This design comes from an exercise in tuning for small area, a short achievable clock period and few clock cycles on the open sky130 flow, not from production work. RTL that was checked went through simulation tests only; none was proved equivalent to the original.

== run E ==
// arc_detector
module arc_detector (
    input  wire        clk,
    input  wire        rst,         
    input  wire [14:0] depth,       
    input  wire [14:0] alpha,       
    input  wire [14:0] floor_q,     
    input  wire [5:0]  confirm,     
    input  wire [15:0] holdoff,     
    input  wire [7:0]  limit,       
    input  wire [15:0] learn,       
    input  wire        latch_in,    
    input  wire        s_valid,
    input  wire [15:0] s_data,      
    input  wire        s_clr,       
    output wire        s_ready,
    output reg         r_valid,
    output reg         r_evt,       
    output reg         r_inh,       
    output reg         r_latch,     
    output reg  [31:0] r_arcs       
);
For scale: roughly 3,500 cells after synthesis, about 180 flip-flops, about 27,000 sq um of cells after synthesis.
==> flow/config.mk <==
export PLATFORM = sky130hd
export DESIGN_NAME = arc_detector
export DESIGN_NICKNAME = arc_detector
export VERILOG_FILES = /design/flow/design.v
export SDC_FILE = /design/flow/constraint.sdc
export NUM_CORES = 4
export LEC_CHECK = 0
export CAP_MARGIN = 20
export CORE_MARGIN = 2
export CORE_UTILIZATION = 40
export SLEW_MARGIN = 20
==> flow/constraint.sdc <==
create_clock -name core_clock -period 14.0 [get_ports {clk}]
set_input_delay 2.8000 -clock core_clock [delete_from_list [all_inputs] [get_ports {clk}]]
set_output_delay 2.8000 -clock core_clock [all_outputs]
set_load 0.01 [all_outputs]
standard.sh (not shown) runs the stock make flow with config.mk's settings and CLKGATE_MAP_FILE= SYNTH_SCRIPT=/design/flow/synth_recipe.tcl, a recipe that flattens the netlist after the stock synthesis.
==> flow/flow/run.sh <==
#!/bin/bash
# The standard layout, with timing repair asked to leave setup slack so that
# the design runs well below the fixed clock period.
set -euo pipefail
bash standard.sh SETUP_SLACK_MARGIN=8 finish > standard.log 2>&1
Run E finished end to end and its layout was clean on timing, DRC and antenna.
> inputs changed (run E -> run D)
diff --git a/flow/design.v b/flow/design.v
--- a/flow/design.v
+++ b/flow/design.v
@@ -11,53 +11,56 @@
     input  wire        latch_in,    
     input  wire        s_valid,
     input  wire [15:0] s_data,      
     input  wire        s_clr,       
     output wire        s_ready,
     output reg         r_valid,
     output reg         r_evt,       
     output reg         r_inh,       
     output reg         r_latch,     
     output reg  [31:0] r_arcs       
 );
     localparam [10:0] POLL_LAST = 11'd1999;    
-    assign s_ready = 1'b1;
-    reg               va, vb;
-    reg  signed [15:0] xa, x;
-    reg               ca, clr;
-    reg        [15:0] dq;            
+    reg               xv;
+    reg  signed [15:0] x;
+    reg               clr;
+    reg               sat;           
     reg        [14:0] alpha_r;
     reg        [14:0] e_r;           
-    wire       [15:0] dq_next;
+    wire              stall;
+    assign s_ready = ~stall;
     always @(posedge clk) begin
-        va      <= s_valid & ~rst;
-        xa      <= s_data;
-        ca      <= s_clr;
-        vb      <= va & ~rst;
-        x       <= xa;
-        clr     <= ca;
-        dq      <= dq_next;
+        if (rst)
+            xv <= 1'b0;
+        else if (!stall)
+            xv <= s_valid;
+        if (!stall) begin
+            x   <= s_data;
+            clr <= s_clr;
+        end
+        sat     <= stall & ~rst;
         alpha_r <= alpha;
         e_r     <= 15'd0 - depth;
     end
-    wire xv = vb;
     reg signed [30:0] b;
     reg        [15:0] c;
     reg               m_hold, m_learn;
     reg        [10:0] poll;
     wire signed [15:0] bq = b[30:15];
     wire [14:0] bq_u = b[29:15];
     wire above_floor = ~b[30] & (b[29:15] >= floor_q);
-    wire ovf = (x[15] ^ b[30]) & (dq[15] ^ x[15]);
-    wire [15:0] s = ovf ? {~b[30], {15{b[30]}}} : dq;
+    wire [16:0] diff = {x[15], x} - {bq[15], bq};
+    wire        ovf  = diff[16] ^ diff[15];
+    assign stall = xv & ovf & ~sat;
+    wire [15:0] s = sat ? {~b[30], {15{b[30]}}} : diff[15:0];
     wire ba_one0 = alpha_r[0] ^ 1'b0;
     wire ba_two0 = (alpha_r[1] & ~alpha_r[0] & ~1'b0) | (~alpha_r[1] & alpha_r[0] & 1'b0);
     wire ba_neg0 = alpha_r[1];
     wire ba_one1 = alpha_r[2] ^ alpha_r[1];
     wire ba_two1 = (alpha_r[3] & ~alpha_r[2] & ~alpha_r[1]) | (~alpha_r[3] & alpha_r[2] & alpha_r[1]);
     wire ba_neg1 = alpha_r[3];
     wire ba_one2 = alpha_r[4] ^ alpha_r[3];
     wire ba_two2 = (alpha_r[5] & ~alpha_r[4] & ~alpha_r[3]) | (~alpha_r[5] & alpha_r[4] & alpha_r[3]);
     wire ba_neg2 = alpha_r[5];
     wire ba_one3 = alpha_r[6] ^ alpha_r[5];
     wire ba_two3 = (alpha_r[7] & ~alpha_r[6] & ~alpha_r[5]) | (~alpha_r[7] & alpha_r[6] & alpha_r[5]);
     wire ba_neg3 = alpha_r[7];
@@ -1475,37 +1478,29 @@
     wire td_274;
     assign td_274 = (bd_p7_14 & td_212) | (bd_p7_14 & td_213) | (td_212 & td_213);
     wire td_275;
     assign td_275 = td_215 ^ bd_p7_15 ^ td_214;
     wire td_276;
     assign td_276 = (td_215 & bd_p7_15) | (td_215 & td_214) | (bd_p7_15 & td_214);
     wire td_277;
     assign td_277 = 1'b1 ^ td_216 ^ ~bd_p7_16;
     wire [30:0] td_s = {td_276, td_274, td_272, td_270, td_268, td_266, td_264, td_262, td_260, td_258, td_256, td_254, td_252, td_250, td_248, td_246, td_244, td_242, td_240, td_238, td_236, td_234, td_232, td_230, td_228, td_226, td_224, td_222, td_220, td_218, td_217};
     wire [30:0] td_c = {td_277, td_275, td_273, td_271, td_269, td_267, td_265, td_263, td_261, td_259, td_257, td_255, td_253, td_251, td_249, td_247, td_245, td_243, td_241, td_239, td_237, td_235, td_233, td_231, td_229, td_227, td_225, td_223, td_221, td_219, bd_p0_0};
     wire [30:0] td_sum = td_s + td_c;
     wire below  = x[15] | ~td_sum[30];
-    wire [15:0] dq_frz = xa - bq;
-    wire [15:0] xa_p1  = xa + 16'd1;
-    wire [30:0] r1     = {xa_p1, 15'd0};
-    wire [30:0] cs_s   = r1 ^ ~ta_s ^ ~ta_c;
-    wire [30:0] cs_c   = (r1 & ~ta_s) | (r1 & ~ta_c) | (~ta_s & ~ta_c);
-    wire [30:0] v_sum  = cs_s + {cs_c[29:0], 1'b1};
-    wire [15:0] dq_upd = v_sum[30:15];
     wire detect = above_floor & below;
     wire c_one = (c == 16'd1);
     wire [15:0] c_dec = c - 16'd1;
     wire arc = ~m_hold & ~m_learn & detect & c_one;
     wire upd = ~m_hold & (m_learn | ~detect);
-    assign dq_next = (xv & upd) ? dq_upd : dq_frz;
     wire [31:0] arcs_inc = r_arcs + 32'd1;
     wire poll_end = (poll == POLL_LAST);
     reg        n_inh, n_latch, n_hold_mode, n_learn_mode;
     reg [31:0] n_arcs;
     reg [15:0] n_c;
     always @(*) begin
         n_inh        = r_inh;
         n_latch      = r_latch;
         n_arcs       = r_arcs;
         n_hold_mode  = m_hold;
         n_learn_mode = m_learn;
         n_c          = c_dec;
@@ -1542,26 +1537,26 @@
     always @(posedge clk) begin
         if (rst) begin
             b       <= 31'sd0;
             c       <= (learn != 16'd0) ? learn : {10'd0, confirm};
             m_hold  <= 1'b0;
             m_learn <= (learn != 16'd0);
             poll    <= 11'd0;
             r_valid <= 1'b0;
             r_inh   <= 1'b0;
             r_latch <= latch_in;
             r_arcs  <= 32'd0;
         end else begin
-            r_valid <= xv;
-            if (xv) begin
+            r_valid <= xv & ~stall;
+            if (xv & ~stall) begin
                 if (upd) b <= b_next;
                 c       <= n_c;
                 m_hold  <= n_hold_mode;
                 m_learn <= n_learn_mode;
                 poll    <= poll_end ? 11'd0 : poll + 11'd1;
                 r_inh   <= n_inh;
                 r_latch <= n_latch;
                 r_arcs  <= n_arcs;
             end
         end
         r_evt <= arc;
     end
- Per the final summary, run D finished and its layout is clean on timing, DRC and antenna.
- Combinational family with the most area after synthesis = adder cells: run E; combinational family with the most area after synthesis = compound AO/OA/AOI/OAI gates: run D
- Run D vs run E on height of the die: run D is the lower one.
- In run D the share of the clock period used by the worst path after layout turned out 5.7 points higher than in run E.
- Looking at smallest setup slack after layout across both flows, run D is the weaker of the two, with run E ahead.
- Looking at mean routed wirelength per cell across run D and run E, the one that comes out higher is run D.
- Compared with run E, in run D post-detailed-routing wire length saw a decrease; worst slew margin relative to its limit went down 0.38 points; growth of design area from synthesis to finish lost 2.4 points; count of buffers added by post-CTS timing repair for setup moved up.
- Run D — number of instances in the synthesized netlist 6.3% lower, run E as reference
- Summary of run D over run E: sum of buffers and inverters on the critical path increased by 4 relative to the old numbers.
Testbench counts of run D, summed over its fixed seeds: cycles 192,016.
For run E, only the layout was checked, not whether the RTL still works.

static timing again, ports no longer ideal:
The flow's constraints put no driver on any port. The routed layouts listed below were extracted and timed again, unchanged, in two steps.
Step 1 assumes that a clkbuf_16 drives the clock port and a buf_2 every other input.
Step 2 times the ports against the registers' clock, not the clock port: input delays grow and output delays shrink by t, the midpoint of the rising clock arrivals with the driver on.
a / b / c = ideal ports / drivers / drivers and shift; a / b = the first two.
| run | t, ns | setup WS [ns] | worst setup path at the end | cell pins on the clock port's net |
|---|---|---|---|---|
| run E | 0.553 | 7.710 / 7.710 / 7.528 | input to register | 1 |
| run D | 0.558 | 6.907 / 6.907 / 6.907 | register to register | 1 |
After both steps setup and hold are still met in every run listed. The setup slack of run E, which loses most, moves by 0.000 ns with the drivers and by -0.182 ns with both steps.
